Source: an optimization exercise on an open RTL-to-GDS flow (aim: small area). Production flows keep margins and buffers that such runs may drop.
Function was checked by simulation only, so behaviour that the tests miss may differ from the original.
Power is estimated from default activity; no workload was simulated.

<file path="design/flow/design.v">
module tinker_engine (
    input  wire        clk,
    input  wire        rst,
    input  wire [31:0] cfg_insel,    
    input  wire [15:0] cfg_div,      
    input  wire [7:0]  cfg_shcfg,    
    input  wire [57:0] src_ext,
    input  wire        start,
    input  wire        resume,
    input  wire        stop,
    input  wire        clear_err,
    input  wire        irq_clr,
    input  wire        rx_wr,
    input  wire [31:0] rx_wdata,
    input  wire        tx_rd,
    output wire [31:0] tx_rdata,
    input  wire        sr_wr,
    input  wire [31:0] sr_wdata,
    output wire        lut_rd,
    output wire [9:0]  lut_addr,
    input  wire [71:0] lut_rdata,
    output reg  [7:0]  outs,
    output reg         flag,
    output reg         irq,
    output reg  [5:0]  state,
    output reg         running,
    output reg         stalled,
    output wire        in_delay,
    output reg         rx_overrun,
    output reg         tx_underrun,
    output reg         lut_error,
    output wire        shift_done,
    output wire [3:0]  rx_fill,
    output wire [3:0]  tx_fill,
    output reg  [31:0] sr,
    output reg  [5:0]  sh_count
);
    localparam [2:0] ACT_NONE  = 3'd0;
    localparam [2:0] ACT_SHIN  = 3'd1;
    localparam [2:0] ACT_SHOUT = 3'd2;
    localparam [2:0] ACT_PUSH  = 3'd3;
    localparam [2:0] ACT_PULL  = 3'd4;
    localparam [2:0] ACT_FLAG  = 3'd5;
    localparam [2:0] ACT_IRQ   = 3'd6;
    reg [31:0] rx_mem [0:7];
    reg [2:0]  rx_rp, rx_wp;
    reg [3:0]  rx_cnt;
    reg [31:0] tx_mem [0:7];
    reg [2:0]  tx_rp, tx_wp;
    reg [3:0]  tx_cnt;
    wire        rx_ne   = (rx_cnt != 4'd0);
    wire        rx_full = (rx_cnt == 4'd8);
    wire        tx_ne   = (tx_cnt != 4'd0);
    wire        tx_full = (tx_cnt == 4'd8);
    wire [31:0] rx_head = rx_ne ? rx_mem[rx_rp] : 32'd0;
    assign rx_fill  = rx_cnt;
    assign tx_fill  = tx_cnt;
    assign tx_rdata = tx_ne ? tx_mem[tx_rp] : 32'd0;
    wire [5:0] sh_len = cfg_shcfg[5:0];
    wire       sh_msb = cfg_shcfg[6];
    assign shift_done = ({2'b00, sh_count} >= {2'b00, sh_len});
    wire [63:0] src = {sr[0], shift_done, tx_full, rx_head[7], rx_head[6], rx_ne, src_ext};
    wire [3:0]  b   = {src[cfg_insel[29:24]], src[cfg_insel[21:16]],
                       src[cfg_insel[13:8]],  src[cfg_insel[5:0]]};
    reg  [15:0] div_cnt;
    reg  [15:0] delay_cnt;
    wire        boundary = running && (div_cnt == 16'd0);
    wire        step_due = boundary && (delay_cnt == 16'd0);
    assign lut_rd   = step_due && !stalled;
    assign lut_addr = {state, b};
    assign in_delay = running && (delay_cnt != 16'd0);
    localparam [63:0] H0 = 64'hdf04225844b12cb7;
    localparam [63:0] H1 = 64'hef0844a88952555b;
    localparam [63:0] H2 = 64'hf710893112649a6d;
    localparam [63:0] H3 = 64'h7b2111c22388e38e;
    localparam [63:0] H4 = 64'hbd421e043c0f03f0;
    localparam [63:0] H5 = 64'h3e83e007c00ffc00;
    localparam [63:0] H6 = 64'hc0fc0007fff00000;
    localparam [63:0] H7 = 64'h00fffff800000000;
    wire [63:0] raw_data  = lut_rdata[63:0];
    wire [7:0]  raw_check = lut_rdata[71:64];
    wire [7:0]  syndrome  = raw_check ^ {^(raw_data & H7), ^(raw_data & H6),
                                         ^(raw_data & H5), ^(raw_data & H4),
                                         ^(raw_data & H3), ^(raw_data & H2),
                                         ^(raw_data & H1), ^(raw_data & H0)};
    reg [63:0] fix;
    reg        fix_check;
    integer    i;
    always @(*) begin
        for (i = 0; i < 64; i = i + 1)
            fix[i] = (syndrome == {H7[i], H6[i], H5[i], H4[i], H3[i], H2[i], H1[i], H0[i]});
        fix_check = (syndrome == 8'h01) || (syndrome == 8'h02) || (syndrome == 8'h04) ||
                    (syndrome == 8'h08) || (syndrome == 8'h10) || (syndrome == 8'h20) ||
                    (syndrome == 8'h40) || (syndrome == 8'h80);
    end
    wire [63:0] entry_data    = raw_data ^ fix;
    wire        uncorrectable = (syndrome != 8'h00) && !fix_check && (fix == 64'd0);
    reg  [5:0]  hold_next;
    reg  [7:0]  hold_outs;
    reg  [2:0]  hold_act;
    reg  [15:0] hold_delay;
    wire [5:0]  e_next  = stalled ? hold_next  : entry_data[5:0];
    wire [7:0]  e_outs  = stalled ? hold_outs  : entry_data[15:8];
    wire [2:0]  e_act   = stalled ? hold_act   : entry_data[18:16];
    wire        e_fval  = entry_data[19];
    wire [15:0] e_delay = stalled ? hold_delay : entry_data[39:24];
    wire can_complete = !((e_act == ACT_PULL) && !rx_ne) && !((e_act == ACT_PUSH) && tx_full);
    wire lut_fail     = lut_rd && uncorrectable;
    wire do_step      = step_due && !lut_fail && can_complete;
    wire do_stall     = step_due && !lut_fail && !can_complete;
    wire do_push  = do_step && (e_act == ACT_PUSH);
    wire do_pull  = do_step && (e_act == ACT_PULL);
    wire host_wr  = rx_wr && !rx_full;
    wire host_rd  = tx_rd && tx_ne;
    wire shout_bit = sh_msb ? sr[31] : sr[0];
    always @(posedge clk) begin
        if (host_wr) rx_mem[rx_wp] <= rx_wdata;
        if (do_push) tx_mem[tx_wp] <= sr;
    end
    always @(posedge clk) begin
        if (rst) begin
            rx_rp       <= 3'd0;
            rx_wp       <= 3'd0;
            rx_cnt      <= 4'd0;
            tx_rp       <= 3'd0;
            tx_wp       <= 3'd0;
            tx_cnt      <= 4'd0;
            outs        <= 8'd0;
            flag        <= 1'b0;
            irq         <= 1'b0;
            state       <= 6'd0;
            running     <= 1'b0;
            stalled     <= 1'b0;
            rx_overrun  <= 1'b0;
            tx_underrun <= 1'b0;
            lut_error   <= 1'b0;
            sr          <= 32'd0;
            sh_count    <= 6'd0;
            div_cnt     <= 16'd0;
            delay_cnt   <= 16'd0;
            hold_next   <= 6'd0;
            hold_outs   <= 8'd0;
            hold_act    <= 3'd0;
            hold_delay  <= 16'd0;
        end else begin
            if (host_wr) rx_wp <= rx_wp + 3'd1;
            if (do_pull) rx_rp <= rx_rp + 3'd1;
            rx_cnt <= rx_cnt + {3'd0, host_wr} - {3'd0, do_pull};
            if (do_push) tx_wp <= tx_wp + 3'd1;
            if (host_rd) tx_rp <= tx_rp + 3'd1;
            tx_cnt <= tx_cnt + {3'd0, do_push} - {3'd0, host_rd};
            if (clear_err) begin
                rx_overrun  <= 1'b0;
                tx_underrun <= 1'b0;
            end
            if (rx_wr && rx_full) rx_overrun <= 1'b1;
            if (tx_rd && !tx_ne)  tx_underrun <= 1'b1;
            if (irq_clr) irq <= 1'b0;
            if (sr_wr && !running) sr <= sr_wdata;
            if (running) begin
                if (div_cnt != 16'd0) begin
                    div_cnt <= div_cnt - 16'd1;
                end else if (delay_cnt != 16'd0) begin
                    delay_cnt <= delay_cnt - 16'd1;
                    div_cnt   <= cfg_div;
                end
            end
            if (lut_fail) begin
                running   <= 1'b0;
                lut_error <= 1'b1;
            end
            if (do_stall) begin
                stalled    <= 1'b1;
                hold_next  <= e_next;
                hold_outs  <= e_outs;
                hold_act   <= e_act;
                hold_delay <= e_delay;
                div_cnt    <= cfg_div;
            end
            if (do_step) begin
                stalled   <= 1'b0;
                state     <= e_next;
                outs      <= e_outs;
                delay_cnt <= e_delay;
                div_cnt   <= cfg_div;
                case (e_act)
                    ACT_SHIN: begin
                        sr <= sh_msb ? {sr[30:0], b[0]} : {b[0], sr[31:1]};
                        if (sh_count != 6'd32) sh_count <= sh_count + 6'd1;
                    end
                    ACT_SHOUT: begin
                        sr      <= sh_msb ? {sr[30:0], 1'b0} : {1'b0, sr[31:1]};
                        outs[0] <= shout_bit;
                        if (sh_count != 6'd32) sh_count <= sh_count + 6'd1;
                    end
                    ACT_PUSH: sh_count <= 6'd0;
                    ACT_PULL: begin
                        sr       <= rx_head;
                        sh_count <= 6'd0;
                    end
                    ACT_FLAG: flag <= e_fval;
                    ACT_IRQ:  irq  <= 1'b1;
                    default: ;
                endcase
            end
            if (stop) begin
                running   <= 1'b0;
                stalled   <= 1'b0;
                delay_cnt <= 16'd0;
                div_cnt   <= 16'd0;
            end else if (start && !lut_fail) begin
                if (!running) begin
                    running   <= 1'b1;
                    stalled   <= 1'b0;
                    lut_error <= 1'b0;
                    if (!resume) begin
                        state <= 6'd0;
                        flag  <= 1'b0;
                    end
                end
                delay_cnt <= 16'd0;
                div_cnt   <= 16'd0;
            end
        end
    end
endmodule
</file>
<file path="design/flow/run.sh">
#!/bin/bash
# synth_recipe.tcl (not shown) runs the flow's synth.tcl, then flattens the netlist and writes it again
# the make line also repeats each setting of config.mk as NAME=value (left out here)
make -C /OpenROAD-flow-scripts/flow DESIGN_CONFIG=/design/flow/config.mk WORK_HOME=/design/flow/orfs CLKGATE_MAP_FILE= SYNTH_SCRIPT=/design/flow/synth_recipe.tcl finish
</file>
<file path="design/flow/config.mk">
export PLATFORM = sky130hd
export DESIGN_NAME = tinker_engine
export DESIGN_NICKNAME = tinker_engine
export VERILOG_FILES = /design/flow/design.v
export SDC_FILE = /design/flow/constraint.sdc
export NUM_CORES = 4
export LEC_CHECK = 0
export CAP_MARGIN = 20
export CORE_MARGIN = 2
export CORE_UTILIZATION = 40
export SLEW_MARGIN = 20
</file>
<file path="design/flow/constraint.sdc">
create_clock -name core_clock -period 10.0 [get_ports {clk}]
set_input_delay 2.0000 -clock core_clock [delete_from_list [all_inputs] [get_ports {clk}]]
set_output_delay 2.0000 -clock core_clock [all_outputs]
set_load 0.01 [all_outputs]
</file>
==> out/metrics.csv <==
stage,metric,value,unit
power,power_leakage,13.01,nW
critical_path,start_kind,primary input,
clocking,clockBufferDepth,3,
global_routing,grt_pass1_wl,133500,um
placement,gp_congestion,0.9196,
global_routing,grt_antenna_before_repair,7,
timing,drv_slew,0,
timing,rsz0062_at_grt,false,
floorplanning,rows,103,
clocking,cts_sinks,662,
detailed_routing,wl_per_cell,24.91,um
clocking,htreeDepth,3,
finish,regArea,18390,um2
clocking,cts.reportedPaths.clkPinSlew,0.06,ns
run_status,status,finished clean,
power,sequentialPowerShare,35.4,%
critical_path,crit_fanout,14,
power,power.density,233.6,nW/um2
floorplanning,fp.dieW,287.4,um
clocking,cts_buffers,73,
placement,post-dp-hpwl,61470,um
timing,period_share,79.08,%
clocking,cts_root_buf,clkbuf_16,
power,clkPwrFrac,30.3,%
floorplanning,design.die.area,82610,um2
synth,synth-edff-count,512,
synth,synth_seq_cells,662,
synth,synth_flop_cell,edfxtp_1,
synth,netlist_instances,2175,
timing,setup-violations-final,0,
floorplanning,floorplan.initialDensity,40.54,%
timing,hold_slack,0.4677,ns
power,combPwrFrac,34.3,%
detailed_routing,routed_via_density,5.636,
floorplanning,die_h,287.4,um
synth,synth_xor_xnor_area_share,6.713,%
clocking,post_cts_buffers,0,
detailed_routing,drc,0,
critical_path,required,10.47,ns
finish,fin_nets,2808,
power,internal_power,6.113,mW
power,p_switching,3.112,mW
global_routing,grt.total_usage,21.57,%
synth,synth_area_leaders,"edfxtp_1 (48%), mux4_2 (14%), dfxtp_1 (9.3%)",
timing,clock_skew,0.02807,ns
clocking,cts_resized,0,
global_routing,grt_max_degree,72,
synth,synth_top_family_by_area,multiplexers,
worst_hold_path,min_from,hold_act[1]$_SDFFE_PP0P_,
synth,synth_cell_type_count,86,
synth,muxShareOfSynthArea,19.56,%
synth,yosysTopAreaCell,edfxtp_1,
detailed_routing,vias,20481,
finish,final_area,39480,um2
critical_path,cp-end-kind,register,
timing,hold_violations,0,
placement,port_buffers,362,
floorplanning,core_area,79260,um2
detailed_routing,drtIter0Drc,1915,
detailed_routing,dr.pass1.iters,5,
critical_path,path_delay_family,XOR/XNOR gates,
timing,fmax,0.1265,GHz
global_routing,grt_pass1_vias,20818,
synth,yosys_warnings,1,
floorplanning,ioPinCount,372,
detailed_routing,postRouteAntennaNets,0,
finish,drive_above_1_share,16.86,%
timing,period_minus_slack,7.908,ns
critical_path,reg2reg_slack,4.45,ns
power,p_total,9.225,mW
run,drv_cap,0,
detailed_routing,totalWireLength,90540,um
timing,setup_tns,0,ns
placement,dpl_cell_area,36920,um2
critical_path,path_cells,clkdlybuf4s50_1 > xnor2_1 > xnor2_1 > xnor3_1 > xor3_1 > nand4_1 > o31a_1 > o31a_1 > nor3_4 > a221oi_1 > o21ai_2 > or2_1 > ha_1 > inv_1 > ha_1 > fa_1 > nor2b_1,
critical_path,cp.arrival,8.38,ns
global_routing,grt-ovfl-total,0,
synth,yosys.area_share.adder,1.098,%
synth,synth_compound_area_share,5.673,%
clocking,hold_buffers,0,
synth,synth_seq_area_share,57.19,%
critical_path,r2r_cells,18,
synth,synth_area_per_cell,14.77,um2
critical_path,reg2reg_from,div_cnt[0]$_SDFFE_PP0P_,
synth,netlist.area_leader.share,47.85,%
finish,fill_cells,6755,
clocking,clock_latency,0.62,ns
worst_hold_path,min_path_cells,2,
critical_path,reg2reg_to,tx_cnt[1]$_SDFF_PP0_,
finish,fin_util,49.82,%
timing,slew_headroom,29.45,%
timing,tightest_slew,1.055,ns
synth,syn-num-nets,2462,
power,peakVddDrop,0.1273,mV
clocking,cts_tree,yes,
worst_hold_path,hold_path_class,register to register,
synth,synth_simple_gate_area_share,7.574,%
power,swShare,33.74,%
critical_path,critPathKind,primary input to register,
worst_hold_path,holdPathEnd,hold_act[1]$_SDFFE_PP0P_,
synth,async_reset_ff_share,0,%
synth,synth_area,32130,um2
finish,synthToLayoutAreaGrowth,22.88,%
finish,multi_input_area,13150,um2
critical_path,cp_slowest_cell,xor3_1,
critical_path,max_stage_delay,0.87,ns
critical_path,critPathBufInv,2,
[worst reg2reg max path, cell delays in order (launching register included)]
cell and delay (ns):
dfxtp_1 0.30, inv_1 0.09, ha_1 0.22, nor4b_1 0.25
nand2_1 0.14, or4_1 0.53, nor3_1 0.64, nand3_1 0.39
nor2_1 0.29, o2111ai_1 0.17, nor2_1 0.14, nand3_1 0.11
o21ai_2 0.47, or2_1 0.56, ha_1 0.33, inv_1 0.06
ha_1 0.18, fa_1 0.42, nor2b_1 0.13
[cells in the final DEF (no fill, tap or decap), types with 10 or more instances in the layout]
cell / netlist / routed
inv_1: 29 / 29
buf_4: 9 / 47
clkinv_2: 0 / 13
xor2_1: 31 / 31
nand2b_1: 24 / 24
mux4_2: 205 / 205
nor3_1: 59 / 51
edfxtp_1: 512 / 512
nand4_1: 15 / 15
or3_1: 12 / 12
xnor2_1: 129 / 129
clkbuf_16: 0 / 77
ha_1: 25 / 25
clkbuf_1: 84 / 14
a21oi_1: 55 / 55
o22ai_1: 37 / 37
xnor3_1: 22 / 22
nand3_1: 37 / 37
o22a_1: 16 / 16
nand3b_1: 14 / 14
a211oi_2: 10 / 10
a211oi_1: 12 / 12
o21ai_0: 66 / 66
nor2_1: 151 / 148
nor4_1: 20 / 17
clkdlybuf4s50_1: 0 / 360
mux2i_1: 162 / 162
nand2_1: 97 / 95
dfxtp_1: 150 / 143
[state kept, by name, summed over array words and instances, names as in the netlist, 3 cells and up, named ones only]
register,count
rx_mem,256
tx_mem,256
sr,32
delay_cnt,16
div_cnt,16
hold_delay,16
hold_outs,8
outs,8
hold_next,6
sh_count,6
state,6
rx_cnt,4
tx_cnt,4
hold_act,3
rx_rp,3
rx_wp,3
tx_rp,3
tx_wp,3
[final cells by class]
cell class / instances / share of cell area (%)
clock buffers: 96 / 5.187
flip-flops and latches: 662 / 46.58
inverters: 29 / 0.2757
diodes: 4 / 0.02535
well taps: 1050 / 3.327
repair buffers: 409 / 10.10
multi-input cells: 1346 / 33.30
clock inverters: 38 / 1.204
[cell usage after synthesis, drive strengths merged, types with 16 or more instances]
library cell / instances
xnor3: 23
a21oi: 55
nand2b: 24
mux2i: 162
dfxtp: 150
inv: 29
edfxtp: 512
o22a: 16
nand2: 100
a211oi: 22
nor3: 61
xor2: 32
buf: 53
nor4: 22
xnor2: 133
nor2: 152
mux4: 205
clkbuf: 85
ha: 25
o22ai: 37
o21ai: 67
nand3: 37
[logic make-up after synthesis]
family,after synthesis
fa+ha+maj,27
xor+xnor,194
flops,662
simple gates,490
mux,371
compound gates,264
buf+inv,167
[worst max path at each step]
stage / from / to / depth (start not counted)
finish: lut_rdata[49] / tx_cnt[1]$_SDFF_PP0_ / 17
global route: lut_rdata[49] / tx_cnt[3]$_SDFF_PP0_ / 19
CTS: lut_rdata[49] / tx_cnt[1]$_SDFF_PP0_ / 17
detailed placement: lut_rdata[49] / tx_cnt[1]$_SDFF_PP0_ / 17
global placement: lut_rdata[42] / tx_cnt[3]$_SDFF_PP0_ / 19
floorplan: lut_rdata[6] / tx_mem[2][0]$_DFFE_PP_ / 14
[metrics by stage]
| step | setup slack, ns | cells |
|---|---|---|
| 2_1_floorplan | 1.149 | 2175 |
| 3_3_place_gp | 1.531 | 3495 |
| 3_5_place_dp | 1.509 | 3495 |
| 4_1_cts | 2.127 | 3629 |
| 5_1_grt | 1.775 | 3633 |
| 6_report | 2.092 | 3634 |
[layer usage]
layer  vias up  global-route usage [%]  wire length (um)
met4         6                   5.508              1785
met3       112                   3.889              6070
li1       9198                       -                 -
met5         -                       0                33
met2       672                   35.31             43680
met1     10493                   29.75             38970
[power groups by stage]
stage               Combinational, mW  Clock, mW  Sequential, mW
finish                           3.16       2.80            3.27
global route                     3.38       2.95            3.29
CTS                              3.15       2.85            3.27
detailed placement               3.13          0            3.33
global placement                 3.13          0            3.32
floorplan                        2.07          0            3.27

-- what the ideal ports hide --
The flow's constraints put no driver on any port. The routed layout listed below was extracted and timed again, unchanged, in two steps. Step 1: set_driving_cell puts a clkbuf_16 on clk and a buf_2 on each other input, an assumption about the parent block. Step 2 moves the port delays by t, midway between the first and last clock arrival at a register: inputs arrive t later, outputs are due t later. That takes back most of the time a late clock gives input paths. Slacks: ideal / step 1 / step 2; pairs: ideal / step 1.
t, ns: 0.675
slack for setup (ns): 2.092 / 2.126 / 1.451
worst setup path after step 2: input to register
worst register clock-pin slew, ns: 0.06 / 0.06
worst data-port slew with drivers (ns): 0.11
After both steps setup and hold are still met in this run. For this run, drivers alone change the setup slack by +0.034 ns; drivers and shift together by -0.641 ns.
